Background: an optimization exercise with open tools, aiming at small area. Do not read the settings as production practice. At most, simulation tests tie the RTL to the original design; equivalence was not proved. No driver is modelled on the clock port, so clocking that relies on it looks cheaper here than on a real chip. Power figures rest on the tool's default switching activity, not on a simulated workload.

// pwm_timer
module pwm_timer (
    input  wire        clk,
    input  wire        rst,           
    input  wire [17:0] cfg_per,       
    input  wire        cfg_edge,      
    input  wire        cfg_dbl,       
    input  wire [10:0] cfg_dt_rise,   
    input  wire [10:0] cfg_dt_fall,   
    input  wire        run,           
    input  wire        wr_en,         
    input  wire [2:0]  wr_sel,        
    input  wire [17:0] wr_data,
    input  wire        commit,        
    input  wire [1:0]  ovr,           
    output wire [2:0]  gh,            
    output wire [2:0]  gl,            
    output wire        bnd,           
    output wire        commit_pend,   
    output wire        f_miss,        
    output wire        f_safe         
);
    genvar gi, gb;
    reg  [17:0] r;
    reg         down;
    reg         pk;
    reg         vly;
    wire        idle = pk & ~down;
    wire        s_e  = cfg_edge;
    wire        s_c  = ~cfg_edge & ~down;
    wire [18:0] t;
    wire [17:0] nxn;             
    wire [17:0] eq;              
    wire [17:0] r_d;
    wire        term;
    wire        clr;
  ...
Size in the first run: about 780 cells after synthesis, about 12000 sq um of cells after synthesis.
clock: 10.0 ns
lec_check: 0
cap_margin: 5
core_margin: 2
core_utilization: 40
cts_cluster_diameter: 100
cts_cluster_size: 30
slew_margin: 5
synth_hierarchical: 1
standard.sh (not shown) runs the stock make flow with config.mk's settings and CLKGATE_MAP_FILE= SYNTH_SCRIPT=/design/flow/synth_recipe.tcl, a recipe that flattens the netlist after the stock synthesis.
==> flow/flow/run.sh <==
#!/bin/bash
# Layout: the standard ORFS flow (standard.sh, standard synthesis
# unchanged) with these changes to how the layout is made:
#  - the port buffers are the smallest buffer, sky130_fd_sc_hd__buf_1
#    (every input and output port still gets its own buffer);
#  - after floorplan, flow/downsize.tcl gives each combinational cell its
#    smallest variant;
#  - before CTS, flow/pre_cts.tcl does the same to the buffers placement
#    added and reruns repair_design; CTS's repair_timing sizes up again
#    where timing needs it.
# make's full output goes to flow_make.log here; each ORFS step keeps its
# own log under orfs/logs/.
set -euo pipefail
export BUFFER_PORTS_ARGS="-buffer_cell sky130_fd_sc_hd__buf_1"
export POST_FLOORPLAN_TCL="$(pwd)/flow/downsize.tcl"
export PRE_CTS_TCL="$(pwd)/flow/pre_cts.tcl"
export CTS_ARGS="-sink_clustering_enable -repair_clock_nets -sink_clustering_size 30 -sink_clustering_max_diameter 100 -dont_use_dummy_load"
bash standard.sh > flow_make.log 2>&1
Other scripts of this flow, unchanged in this note and not shown: flow/flow/downsize.tcl, flow/flow/pre_cts.tcl
The first run produced a clean layout.
Rerun with:
--- a/flow/flow/run.sh
+++ b/flow/flow/run.sh
@@ -15,4 +15,4 @@
 export POST_FLOORPLAN_TCL="$(pwd)/flow/downsize.tcl"
 export PRE_CTS_TCL="$(pwd)/flow/pre_cts.tcl"
-export CTS_ARGS="-sink_clustering_enable -repair_clock_nets -sink_clustering_size 30 -sink_clustering_max_diameter 100 -dont_use_dummy_load"
+export CTS_ARGS="-sink_clustering_enable -repair_clock_nets -sink_clustering_size 32 -sink_clustering_max_diameter 140 -dont_use_dummy_load -root_buf sky130_fd_sc_hd__clkbuf_8 -tree_buf sky130_fd_sc_hd__clkbuf_8 -sink_clustering_buffer sky130_fd_sc_hd__clkbuf_16"
 bash standard.sh > flow_make.log 2>&1
Settings changed: CAP_MARGIN 5 to 20, SLEW_MARGIN 5 to 20.
Outcome: Total power came out lower by 2.1%; wire length is about the same; worst hold slack degrades by 0.0055 ns; core utilization came out lower by 0.23 points; global-route usage came out higher by 0.10 points; sequential share of layout area came out higher by 0.31 points; setup slack improves by 0.021 ns; count of clock-buffer cells in the layout came out lower by 1; final cell count is about the same; register-to-register slack degrades by 0.06 ns.
Rerun with:
--- a/flow/flow/run.sh
+++ b/flow/flow/run.sh
@@ -15,4 +15,4 @@
 export POST_FLOORPLAN_TCL="$(pwd)/flow/downsize.tcl"
 export PRE_CTS_TCL="$(pwd)/flow/pre_cts.tcl"
-export CTS_ARGS="-sink_clustering_enable -repair_clock_nets -sink_clustering_size 32 -sink_clustering_max_diameter 140 -dont_use_dummy_load -root_buf sky130_fd_sc_hd__clkbuf_8 -tree_buf sky130_fd_sc_hd__clkbuf_8 -sink_clustering_buffer sky130_fd_sc_hd__clkbuf_16"
+export CTS_ARGS="-sink_clustering_enable -repair_clock_nets -sink_clustering_size 30 -sink_clustering_max_diameter 100 -dont_use_dummy_load -root_buf sky130_fd_sc_hd__clkbuf_8 -tree_buf sky130_fd_sc_hd__clkbuf_8 -sink_clustering_buffer sky130_fd_sc_hd__clkbuf_16"
 bash standard.sh > flow_make.log 2>&1
Effect:
- fmax hardly moves
- synthesized cell count does not change
- via count rises by 1.0%
Rerun with:
--- a/flow/flow/run.sh
+++ b/flow/flow/run.sh
@@ -15,4 +15,4 @@
 export POST_FLOORPLAN_TCL="$(pwd)/flow/downsize.tcl"
 export PRE_CTS_TCL="$(pwd)/flow/pre_cts.tcl"
-export CTS_ARGS="-sink_clustering_enable -repair_clock_nets -sink_clustering_size 30 -sink_clustering_max_diameter 100 -dont_use_dummy_load -root_buf sky130_fd_sc_hd__clkbuf_8 -tree_buf sky130_fd_sc_hd__clkbuf_8 -sink_clustering_buffer sky130_fd_sc_hd__clkbuf_16"
+export CTS_ARGS="-sink_clustering_enable -repair_clock_nets -sink_clustering_size 30 -sink_clustering_max_diameter 100 -dont_use_dummy_load"
 bash standard.sh > flow_make.log 2>&1
Effect: The new run finished with timing, DRC and antenna clean. Cell area goes up by 0.32%. Total power goes up by 1.4%. Sequential power hardly moves. Routed wire length goes up by 0.47%. Clock skew stays flat. Register-to-register slack hardly moves. Count of clock-buffer cells in the layout is unchanged. Sequential share of layout area goes down by 0.19 points. Hold slack hardly moves.

---

Starting RTL as in the previous note.
Settings: LEC_CHECK=0, CAP_MARGIN=20, CORE_MARGIN=2, CORE_UTILIZATION=40, CTS_CLUSTER_DIAMETER=100, CTS_CLUSTER_SIZE=30, PLACE_DENSITY=0.75, SLEW_MARGIN=20, SYNTH_HIERARCHICAL=1; clock period 10.0 ns.
==> flow/flow/run.sh <==
#!/bin/bash
# Layout: the standard ORFS flow (standard.sh, standard synthesis
# unchanged) with these changes to how the layout is made:
#  - the port buffers are the smallest buffer, sky130_fd_sc_hd__buf_1
#    (every input and output port still gets its own buffer);
#  - after floorplan, flow/downsize.tcl gives each combinational cell its
#    smallest variant;
#  - before CTS, flow/pre_cts.tcl does the same to the buffers placement
#    added and reruns repair_design; CTS's repair_timing sizes up again
#    where timing needs it.
# make's full output goes to flow_make.log here; each ORFS step keeps its
# own log under orfs/logs/.
set -euo pipefail
export BUFFER_PORTS_ARGS="-buffer_cell sky130_fd_sc_hd__buf_1"
export POST_FLOORPLAN_TCL="$(pwd)/flow/downsize.tcl"
export PRE_CTS_TCL="$(pwd)/flow/pre_cts.tcl"
export CTS_ARGS="-sink_clustering_enable -repair_clock_nets -sink_clustering_size 30 -sink_clustering_max_diameter 100 -dont_use_dummy_load -root_buf sky130_fd_sc_hd__clkbuf_8 -tree_buf sky130_fd_sc_hd__clkbuf_8 -sink_clustering_buffer sky130_fd_sc_hd__clkbuf_16"
bash standard.sh > flow_make.log 2>&1
Other scripts of this flow, unchanged in this note and not shown: flow/flow/downsize.tcl, flow/flow/pre_cts.tcl
Rerun with:
--- a/flow/flow/run.sh
+++ b/flow/flow/run.sh
@@ -15,4 +15,3 @@
 export POST_FLOORPLAN_TCL="$(pwd)/flow/downsize.tcl"
 export PRE_CTS_TCL="$(pwd)/flow/pre_cts.tcl"
-export CTS_ARGS="-sink_clustering_enable -repair_clock_nets -sink_clustering_size 30 -sink_clustering_max_diameter 100 -dont_use_dummy_load -root_buf sky130_fd_sc_hd__clkbuf_8 -tree_buf sky130_fd_sc_hd__clkbuf_8 -sink_clustering_buffer sky130_fd_sc_hd__clkbuf_16"
 bash standard.sh > flow_make.log 2>&1
- PLACE_DENSITY: 0.75 -> not set
Final area went up by 0.58%.
Clock power increases by 12%.
Worst hold slack improved by 18 ps.
Clock skew is lower by 39 ps.
Cell count grows by about 0.9%.
Total power came out higher by 2.4%.
Worst setup slack gains 49 ps.
Utilization came out higher by 0.26 points.

---

Another version of the RTL of pwm_timer (not shown whole).
Size in the first run: roughly 800 cells after synthesis, roughly 280 flip-flops, about 80 I/O pins.
export LEC_CHECK = 0
export CAP_MARGIN = 20
export CORE_MARGIN = 2
export CORE_UTILIZATION = 40
export CTS_CLUSTER_DIAMETER = 100
export CTS_CLUSTER_SIZE = 30
export SLEW_MARGIN = 20
export SYNTH_HIERARCHICAL = 1
create_clock -name core_clock -period 10.0 [get_ports {clk}]
==> flow/flow/run.sh <==
#!/bin/bash
# Layout: the standard ORFS flow (standard.sh, standard synthesis
# unchanged) with two changes to how the layout is made:
#  - the port buffers are the smallest buffer, sky130_fd_sc_hd__buf_1
#    (every input and output port still gets its own buffer);
#  - after global routing, repair_timing recovers area/power on paths with
#    positive slack by downsizing cells (RECOVER_POWER).
# make's full output goes to flow_make.log here; each ORFS step keeps its
# own log under orfs/logs/.
set -euo pipefail
export BUFFER_PORTS_ARGS="-buffer_cell sky130_fd_sc_hd__buf_1"
export RECOVER_POWER=100
bash standard.sh > flow_make.log 2>&1
The first run completed and failed the layout checks on max-capacitance violations, max-slew violations.
Edit:
==> flow/flow/run.sh (replaced) <==
#!/bin/bash
# Layout: the standard ORFS flow (standard.sh, standard synthesis
# unchanged) with one change to how the layout is made: the port buffers
# are the smallest buffer, sky130_fd_sc_hd__buf_1 (every input and output
# port still gets its own buffer, and repair_design still sizes it for its
# load). make's full output goes to flow_make.log here; each ORFS step keeps
# its own log under orfs/logs/.
set -euo pipefail
export BUFFER_PORTS_ARGS="-buffer_cell sky130_fd_sc_hd__buf_1"
bash standard.sh > flow_make.log 2>&1
Now the flow completed without violations.
Core utilization increases by 0.15 points.
Cell area increases slightly.
Clock skew is about the same.
Cell count stays the same.
Die area stays the same.
Via count increases slightly.
Area after synthesis stays the same.
Sequential share of layout area decreases by 0.20 points.
Edit:
==> flow/flow/run.sh (replaced) <==
#!/bin/bash
# Layout: the standard ORFS flow (standard.sh, standard synthesis
# unchanged) with two changes to how the layout is made:
#  - the port buffers are the smallest buffer, sky130_fd_sc_hd__buf_1
#    (every input and output port still gets its own buffer, and
#    repair_design still sizes it for its load);
#  - after floorplan, flow/downsize.tcl gives each combinational cell its
#    smallest variant; the later repair steps size up where needed.
# make's full output goes to flow_make.log here; each ORFS step keeps its
# own log under orfs/logs/.
set -euo pipefail
export BUFFER_PORTS_ARGS="-buffer_cell sky130_fd_sc_hd__buf_1"
export POST_FLOORPLAN_TCL="$(pwd)/flow/downsize.tcl"
bash standard.sh > flow_make.log 2>&1
==> flow/flow/downsize.tcl (new file) <==
# Run after floorplan (POST_FLOORPLAN_TCL): give every combinational cell
# the smallest-area variant of its own function (same cell family, same
# pins). Synthesis sizes cells blindly; the later ORFS steps (repair_design
# after placement, repair_timing after CTS and global routing) size up again
# wherever slew, capacitance or timing need it. Registers, tap cells and
# tie cells are left alone.
set n 0
foreach inst [get_cells *] {
  set master [get_property $inst ref_name]
  if {![regexp {^(sky130_fd_sc_hd__[a-z0-9]+)_([0-9]+)$} $master -> base sz]} { continue }
  if {[regexp {__(df|edf|sdf|dl|sdl|tap|conb|fill|decap|clk|probe|lpflow)} $base]} { continue }
  set best $master
  set best_area [get_property [get_lib_cells */$master] area]
  foreach lc [get_lib_cells */${base}_*] {
    set name [get_property $lc name]
    if {![regexp "^${base}_\[0-9\]+\$" $name]} { continue }
    if {[lsearch -exact $::env(DONT_USE_CELLS) $name] >= 0} { continue }
    set a [get_property $lc area]
    if {$a < $best_area} { set best $name; set best_area $a }
  }
  if {$best ne $master} {
    replace_cell $inst $best
    incr n
  }
}
puts "downsize.tcl: resized $n instances to their smallest variant"
Result:
- The changed run passed the timing, DRC and antenna checks
- final cell count climbs by 1.5%
- synthesized area stays the same
- setup slack is worse by 230 ps
- register-to-register slack is worse by 280 ps
- utilization barely changes
- hold slack is worse by 3.6 ps
Edit:
==> flow/run.sh (new file) <==
#!/bin/bash
# synth_recipe.tcl (not shown) runs the flow's synth.tcl, then flattens the netlist and writes it again
# the make line also repeats each setting of config.mk as NAME=value (left out here)
make -C /OpenROAD-flow-scripts/flow DESIGN_CONFIG=/design/flow/config.mk WORK_HOME=/design/flow/orfs CLKGATE_MAP_FILE= SYNTH_SCRIPT=/design/flow/synth_recipe.tcl finish
Settings changed: CTS_CLUSTER_DIAMETER 100 to unset, CTS_CLUSTER_SIZE 30 to unset.
removed: flow/flow/run.sh
removed: flow/flow/downsize.tcl
removed: flow/standard.sh
The changed run finished clean.
Routed wire length goes up by 2.8%.
Non-clock buffer count decreases by 14.
Combinational power grows by about 8%.
Edit:
Settings changed: CTS_BUF_LIST set to sky130_fd_sc_hd__clkbuf_4 sky130_fd_sc_hd__clkbuf_8.
Critical path depth is unchanged. Synthesized cell count does not change. Setup slack degrades by 51 ps. Clock-buffer cell count came out higher by 33. Hold slack loses 6.3 ps. Global-route usage grows by 0.29 points. Design area is about the same. Synthesized area is unchanged.
Edit:
Settings changed: CTS_BUF_LIST sky130_fd_sc_hd__clkbuf_4 sky130_fd_sc_hd__clkbuf_8 to unset, CTS_CLUSTER_DIAMETER set to 100, CTS_CLUSTER_SIZE set to 30.
The changed run finished with timing, DRC and antenna clean.
Die area stays the same.
Count of clock-buffer cells in the layout fell by 50.
Area after synthesis is unchanged.
Cell area came out lower by about 3.7%.

---

## v35
The RTL this note starts from:
==> flow/design.v <==
module pwm_timer (
    input  wire        clk,
    input  wire        rst,           
    input  wire [17:0] cfg_per,       
    input  wire        cfg_edge,      
    input  wire        cfg_dbl,       
    input  wire [10:0] cfg_dt_rise,   
    input  wire [10:0] cfg_dt_fall,   
    input  wire        run,           
    input  wire        wr_en,         
    input  wire [2:0]  wr_sel,        
    input  wire [17:0] wr_data,
    input  wire        commit,        
    input  wire [1:0]  ovr,           
    output wire [2:0]  gh,            
    output wire [2:0]  gl,            
    output wire        bnd,           
    output wire        commit_pend,   
    output wire        f_miss,        
    output wire        f_safe         
);
    genvar gi, gb;
    reg  [17:0] r;
    reg         down;
    reg         pk;
    reg         vly;
    wire        idle = pk & ~down;
    wire        s_e  = cfg_edge;
    wire        s_c  = ~cfg_edge & ~down;
    wire [18:0] t;
    wire [17:0] nxn;             
    wire [17:0] eq;              
    wire [17:0] r_d;
    wire        term;
    wire        clr;
    assign t[0] = 1'b1;
    generate
        for (gi = 0; gi < 18; gi = gi + 1) begin : g_ctr
            wire y, lim;
            if (gi % 2 == 0) begin : g_even
                g_xor2  u_y  (.a(r[gi]), .b(down), .y(y));
                g_nand2 u_t  (.a(t[gi]), .b(y), .y(t[gi+1]));
                g_xnor2 u_nx (.a(r[gi]), .b(t[gi]), .y(nxn[gi]));
            end else begin : g_odd
                g_xnor2 u_y  (.a(r[gi]), .b(down), .y(y));
                g_nor2  u_t  (.a(t[gi]), .b(y), .y(t[gi+1]));
                g_xor2  u_nx (.a(r[gi]), .b(t[gi]), .y(nxn[gi]));
            end
            if (gi < 17) begin : g_lim
                g_a22o  u_l (.a1(s_e), .a2(cfg_per[gi]), .b1(s_c), .b2(cfg_per[gi+1]), .y(lim));
            end else begin : g_lim17
                g_and2  u_l (.a(s_e), .b(cfg_per[gi]), .y(lim));
            end
            g_xor2  u_eq (.a(nxn[gi]), .b(lim), .y(eq[gi]));
            g_nor2  u_d  (.a(clr), .b(nxn[gi]), .y(r_d[gi]));
        end
    endgenerate
    assign term = &eq;
    assign clr  = rst | ~run | (cfg_edge & term);
    assign bnd = run & (vly | (pk & down & cfg_dbl));
    always @(posedge clk) begin
        r    <= r_d;
        down <= ~rst & run & (down ^ (~cfg_edge & term));
        pk   <= rst | ~run | (~cfg_edge & ~down & term);
        vly  <= clr | (down & term);
    end
    reg  [17:0] sh [0:5];
    reg  [17:0] ac [0:5];
    reg         commit_bit;
    reg         z;
    wire        load = bnd & (commit_bit | commit);
    wire [17:0] wd   = wr_data & {18{~rst}};
    assign commit_pend = commit_bit;
    integer i;
    always @(posedge clk) begin
        for (i = 0; i < 6; i = i + 1)
            if (rst || (wr_en && wr_sel == i))
                sh[i] <= wd;
        for (i = 0; i < 6; i = i + 1)
            if (load)
                ac[i] <= sh[i];
        commit_bit <= !rst && !load && (commit || commit_bit);
        z          <= rst || (z && !load);
    end
    wire        dd   = cfg_dbl & down;
    wire        s_a  = ~dd;
    wire        s_ab = dd & ~load;
    wire        s_sb = dd & load;
    wire        dn   = ~down;
    wire [2:0]  req;
    generate
        for (gi = 0; gi < 3; gi = gi + 1) begin : g_cmp
            wire [18:0] c;
            wire [17:0] xn;
            assign c[0] = dn;
            for (gb = 0; gb < 18; gb = gb + 1) begin : g_bit
                g_a222oi u_x (.a1(ac[gi][gb]), .a2(s_a), .b1(ac[gi+3][gb]), .b2(s_ab),
                              .c1(sh[gi+3][gb]), .c2(s_sb), .y(xn[gb]));
                g_maj3   u_c (.a(r[gb]), .b(xn[gb]), .c(c[gb]), .y(c[gb+1]));
            end
            wire hit = (load & ~down) ? ~|sh[gi] :
                       (z & ~load)    ? 1'b1 : c[18];
            assign req[gi] = cfg_edge ^ hit;
        end
    endgenerate
    reg  [2:0]  qh_d, ql_d;
    reg  [10:0] nw [0:2];
    wire        o_h = run & (ovr == 2'd3);
    wire        o_l = run & (ovr == 2'd2);
    wire        o_n = run & (ovr == 2'd0);
    wire [2:0]  qh  = {3{o_h}} | ({3{o_n}} &  req);
    wire [2:0]  ql  = {3{o_l}} | ({3{o_n}} & ~req);
    wire [2:0]  wz;
    wire [10:0] nw_d [0:2];
    generate
        for (gi = 0; gi < 3; gi = gi + 1) begin : g_dt
            wire chg = (qh[gi] ^ qh_d[gi]) | (ql[gi] ^ ql_d[gi]);
            wire s_r = chg & qh[gi];
            wire s_f = chg & ql[gi];
            wire s_w = ~chg & ~wz[gi];
            wire [11:0] b;
            wire [10:0] dec;
            assign b[1]   = nw[gi][0];
            assign dec[0] = nw[gi][0];
            g_xnor2 u_d1 (.a(nw[gi][1]), .b(b[1]), .y(dec[1]));
            for (gb = 1; gb < 11; gb = gb + 2) begin : g_pair
                g_nand2 u_bn (.a(b[gb]), .b(nw[gi][gb]), .y(b[gb+1]));
                g_and3  u_b  (.a(b[gb]), .b(nw[gi][gb]), .c(nw[gi][gb+1]), .y(b[gb+2]));
                g_xor2  u_d0 (.a(nw[gi][gb+1]), .b(b[gb+1]), .y(dec[gb+1]));
                if (gb + 2 < 11) begin : g_d1
                    g_xnor2 u_d1 (.a(nw[gi][gb+2]), .b(b[gb+2]), .y(dec[gb+2]));
                end
            end
            assign wz[gi] = b[11];
            for (gb = 0; gb < 11; gb = gb + 1) begin : g_ld
                g_a222oi u_w (.a1(cfg_dt_rise[gb]), .a2(s_r), .b1(cfg_dt_fall[gb]), .b2(s_f),
                              .c1(dec[gb]), .c2(s_w), .y(nw_d[gi][gb]));
            end
        end
    endgenerate
    always @(posedge clk) begin
        for (i = 0; i < 3; i = i + 1)
            nw[i] <= nw_d[i];
        qh_d <= qh & {3{~rst}};
        ql_d <= ql & {3{~rst}};
    end
    assign gh = qh_d & wz;
    assign gl = ql_d & wz;
    reg [1:0] miss_cnt;
    reg       missed_once;
    reg       f_miss_r;
    reg       f_safe_r;
    wire       run_start = run && idle;
    wire       missed    = bnd && (ovr == 2'd0) && !(commit_bit || commit);
    wire       updated   = bnd && (ovr == 2'd0) &&  (commit_bit || commit);
    always @(posedge clk) begin
        if (rst || !run) begin
            miss_cnt    <= 2'd0;
            missed_once <= 1'b0;
        end else begin
            missed_once <= missed_once || missed;
            if (updated)
                miss_cnt <= 2'd0;
            else if (missed)
                miss_cnt <= {miss_cnt[1] | miss_cnt[0], miss_cnt[1] | ~miss_cnt[0]};
        end
        f_miss_r <= !rst && missed && !missed_once;
        f_safe_r <= !rst && ((f_safe_r && !run_start) || (missed && miss_cnt == 2'd3));
    end
    assign f_miss = f_miss_r;
    assign f_safe = f_safe_r;
endmodule
module g_xor2 (input wire a, input wire b, output wire y);
    assign y = a ^ b;
endmodule
module g_xnor2 (input wire a, input wire b, output wire y);
    assign y = ~(a ^ b);
endmodule
module g_nand2 (input wire a, input wire b, output wire y);
    assign y = ~(a & b);
endmodule
module g_nor2 (input wire a, input wire b, output wire y);
    assign y = ~(a | b);
endmodule
module g_and2 (input wire a, input wire b, output wire y);
    assign y = a & b;
endmodule
module g_and3 (input wire a, input wire b, input wire c, output wire y);
    assign y = a & b & c;
endmodule
module g_a22o (input wire a1, input wire a2, input wire b1, input wire b2, output wire y);
    assign y = (a1 & a2) | (b1 & b2);
endmodule
module g_a222oi (input wire a1, input wire a2, input wire b1, input wire b2,
                 input wire c1, input wire c2, output wire y);
    assign y = ~((a1 & a2) | (b1 & b2) | (c1 & c2));
endmodule
module g_maj3 (input wire a, input wire b, input wire c, output wire y);
    assign y = (a & b) | (a & c) | (b & c);
endmodule
Settings: LEC_CHECK=0, CAP_MARGIN=20, CORE_MARGIN=2, CORE_UTILIZATION=40, CTS_CLUSTER_DIAMETER=100, CTS_CLUSTER_SIZE=30, GPL_TIMING_DRIVEN=0, SLEW_MARGIN=20, SYNTH_HIERARCHICAL=1; clock period 10.0 ns.
==> flow/flow/run.sh <==
#!/bin/bash
# Layout: the standard ORFS flow (standard.sh, standard synthesis
# unchanged) with two changes to how the layout is made:
#  - the port buffers are the smallest buffer, sky130_fd_sc_hd__buf_1
#    (every input and output port still gets its own buffer, and
#    repair_design still sizes it for its load);
#  - after floorplan, flow/downsize.tcl gives each combinational cell its
#    smallest variant; the later repair steps size up where needed.
# make's full output goes to flow_make.log here; each ORFS step keeps its
# own log under orfs/logs/.
set -euo pipefail
export BUFFER_PORTS_ARGS="-buffer_cell sky130_fd_sc_hd__buf_1"
export POST_FLOORPLAN_TCL="$(pwd)/flow/downsize.tcl"
bash standard.sh > flow_make.log 2>&1
==> flow/flow/downsize.tcl <==
# Run after floorplan (POST_FLOORPLAN_TCL): give every combinational cell
# the smallest-area variant of its own function (same cell family, same
# pins). Synthesis sizes cells blindly; the later ORFS steps (repair_design
# after placement, repair_timing after CTS and global routing) size up again
# wherever slew, capacitance or timing need it. Registers, tap cells and
# tie cells are left alone.
set n 0
foreach inst [get_cells *] {
  set master [get_property $inst ref_name]
  if {![regexp {^(sky130_fd_sc_hd__[a-z0-9]+)_([0-9]+)$} $master -> base sz]} { continue }
  if {[regexp {__(df|edf|sdf|dl|sdl|tap|conb|fill|decap|clk|probe|lpflow)} $base]} { continue }
  set best $master
  set best_area [get_property [get_lib_cells */$master] area]
  foreach lc [get_lib_cells */${base}_*] {
    set name [get_property $lc name]
    if {![regexp "^${base}_\[0-9\]+\$" $name]} { continue }
    if {[lsearch -exact $::env(DONT_USE_CELLS) $name] >= 0} { continue }
    set a [get_property $lc area]
    if {$a < $best_area} { set best $name; set best_area $a }
  }
  if {$best ne $master} {
    replace_cell $inst $best
    incr n
  }
}
puts "downsize.tcl: resized $n instances to their smallest variant"
[flow] v35 | stages: complete | final checks: fail | reason: negative setup slack
Input changes introduced in v45 (baseline for comparison: v35):
- GPL_TIMING_DRIVEN removed (was 0)
==> flow/flow/run.sh <==
#!/bin/bash
# Layout: the standard ORFS flow (standard.sh, standard synthesis
# unchanged) with these changes to how the layout is made:
#  - the port buffers are the smallest buffer, sky130_fd_sc_hd__buf_1
#    (every input and output port still gets its own buffer);
#  - after floorplan, flow/downsize.tcl gives each combinational cell its
#    smallest variant;
#  - before CTS, flow/pre_cts.tcl does the same to the buffers placement
#    added and reruns repair_design; CTS's repair_timing sizes up again
#    where timing needs it.
# make's full output goes to flow_make.log here; each ORFS step keeps its
# own log under orfs/logs/.
set -euo pipefail
export BUFFER_PORTS_ARGS="-buffer_cell sky130_fd_sc_hd__buf_1"
export POST_FLOORPLAN_TCL="$(pwd)/flow/downsize.tcl"
export PRE_CTS_TCL="$(pwd)/flow/pre_cts.tcl"
bash standard.sh > flow_make.log 2>&1
==> flow/flow/pre_cts.tcl (new file) <==
# Run before CTS (PRE_CTS_TCL): give every combinational cell and buffer the
# smallest-area variant of its own function, then let repair_design fix
# slew, capacitance and fanout again; CTS's repair_timing then sizes up
# what timing needs.
set n 0
foreach inst [get_cells *] {
  set master [get_property $inst ref_name]
  if {![regexp {^(sky130_fd_sc_hd__[a-z0-9]+)_([0-9]+)$} $master -> base sz]} { continue }
  if {[regexp {__(df|edf|sdf|dl|sdl|tap|conb|fill|decap|clk|probe|lpflow)} $base]} { continue }
  set best $master
  set best_area [get_property [get_lib_cells */$master] area]
  foreach lc [get_lib_cells */${base}_*] {
    set name [get_property $lc name]
    if {![regexp "^${base}_\[0-9\]+\$" $name]} { continue }
    if {[lsearch -exact $::env(DONT_USE_CELLS) $name] >= 0} { continue }
    set a [get_property $lc area]
    if {$a < $best_area} { set best $name; set best_area $a }
  }
  if {$best ne $master} {
    replace_cell $inst $best
    incr n
  }
}
puts "pre_cts.tcl: resized $n instances to their smallest variant"
estimate_parasitics -placement
repair_design
Findings:
No stage failed in v45, and the final checks on the layout all came back clean. Compare v45 and v35 | number of setup buffers added after CTS lower: v45. Row number of buffer and inverter instances along the worst setup path: v45 lower / v35 higher. Half-perimeter wire length after detailed placement, v45 and v35, lower one = v35. v45 ends up with higher part of the power in the clock network than v35 does. Fmax: v45 above v35. The lower fill cell total of the finished layout of v45 and v35 is in v35.
Changes in v34 relative to v45:
- CTS_CLUSTER_SIZE changed from 30 to 36
- CTS_CLUSTER_DIAMETER changed from 100 to 90
- CORE_UTILIZATION changed from 40 to 60
[summary]
- | design area | v45 vs v34 | ≈ equal |
- A capturing element of the worst setup path of nw[1][8] is what v34 shows, while nw[0][2] belongs to v45.
- v34 ended up with a lower routed metal-1 wirelength than v45 did.
- In the flow results for v45 and v34, the number of vias per cell is larger on v34.
- Between v34 and v45, the post-route antenna net violation count figures differ only marginally.
Input changes introduced in v12 (baseline for comparison: v34):
- CTS_CLUSTER_DIAMETER: 90 -> 60
- CTS_BUF_LIST: unset -> sky130_fd_sc_hd__clkbuf_8
- CORE_UTILIZATION: 60 -> 40
- CTS_CLUSTER_SIZE: 36 -> 16
Results
v12 completed every stage of the flow, and the final layout passed the timing, DRC and antenna checks.
The run showing the greater area added between synthesis and finish is v12.
Number of stages on the worst setup path for v12: 2 up relative to v34
Sort v34 and v12 by final cell count asc -> top: v34
v12 has final critical delay including setup and external delays below what v34 had.
Relative to v34, sequential share of layout area has gone down in v12.
Function was not checked in any run of this note: the RTL went through the layout flow alone.

-- what the ideal ports hide --
No port has a modelled driver above. Below, the same layouts with a new extraction and two added sets of constraints. Step 1 assumes that a clkbuf_16 drives the clock port and a buf_2 every other input. Step 2 adds t to the input delays and takes it off the output delays; t is the mean of the earliest and latest rising clock arrival at the registers after step 1. Input paths then give back, and output paths get back, about the clock's delay inside the block. Slacks: ideal / step 1 / step 2; pairs: ideal / step 1.
| run | t (ns) | setup WS [ns] | worst data-port slew with drivers (ns) | pins driven straight from the clock port |
|---|---|---|---|---|
| the first run of note 1 | 0.525 | 0.255 / 0.284 / -0.241 | 0.04 | 1 |
| the second run of note 1 | 0.560 | 0.276 / 0.289 / -0.271 | 0.04 | 1 |
| the third run of note 1 | 0.568 | 0.291 / 0.316 / -0.252 | 0.04 | 1 |
| the fourth run of note 1 | 0.526 | 0.253 / 0.282 / -0.243 | 0.04 | 1 |
| the first run of note 2 | 0.578 | 0.220 / 0.243 / -0.334 | 0.05 | 1 |
| the second run of note 2 | 0.529 | 0.268 / 0.289 / -0.240 | 0.04 | 1 |
| the first run of note 3 | 0.536 | 0.354 / 0.365 / -0.171 | 0.05 | 1 |
| the second run of note 3 | 0.540 | 0.466 / 0.478 / -0.061 | 0.05 | 1 |
| the third run of note 3 | 0.545 | 0.234 / 0.266 / -0.279 | 0.04 | 1 |
| the fourth run of note 3 | 0.599 | 0.296 / 0.317 / -0.282 | 0.06 | 1 |
| the fifth run of note 3 | 0.589 | 0.245 / 0.267 / -0.322 | 0.06 | 1 |
| the sixth run of note 3 | 0.532 | 0.254 / 0.273 / -0.259 | 0.05 | 1 |
| v35 | 0.526 | -0.048 / -0.045 / -0.571 | 0.06 | 1 |
| v45 | 0.526 | 0.209 / 0.203 / -0.323 | 0.07 | 1 |
| v34 | 0.536 | 0.192 / 0.217 / -0.320 | 0.06 | 1 |
| v12 | 0.608 | 0.210 / 0.202 / -0.406 | 0.07 | 1 |
The setup slack of v12, which loses most, moves by -0.008 ns with the drivers and by -0.616 ns with both steps.
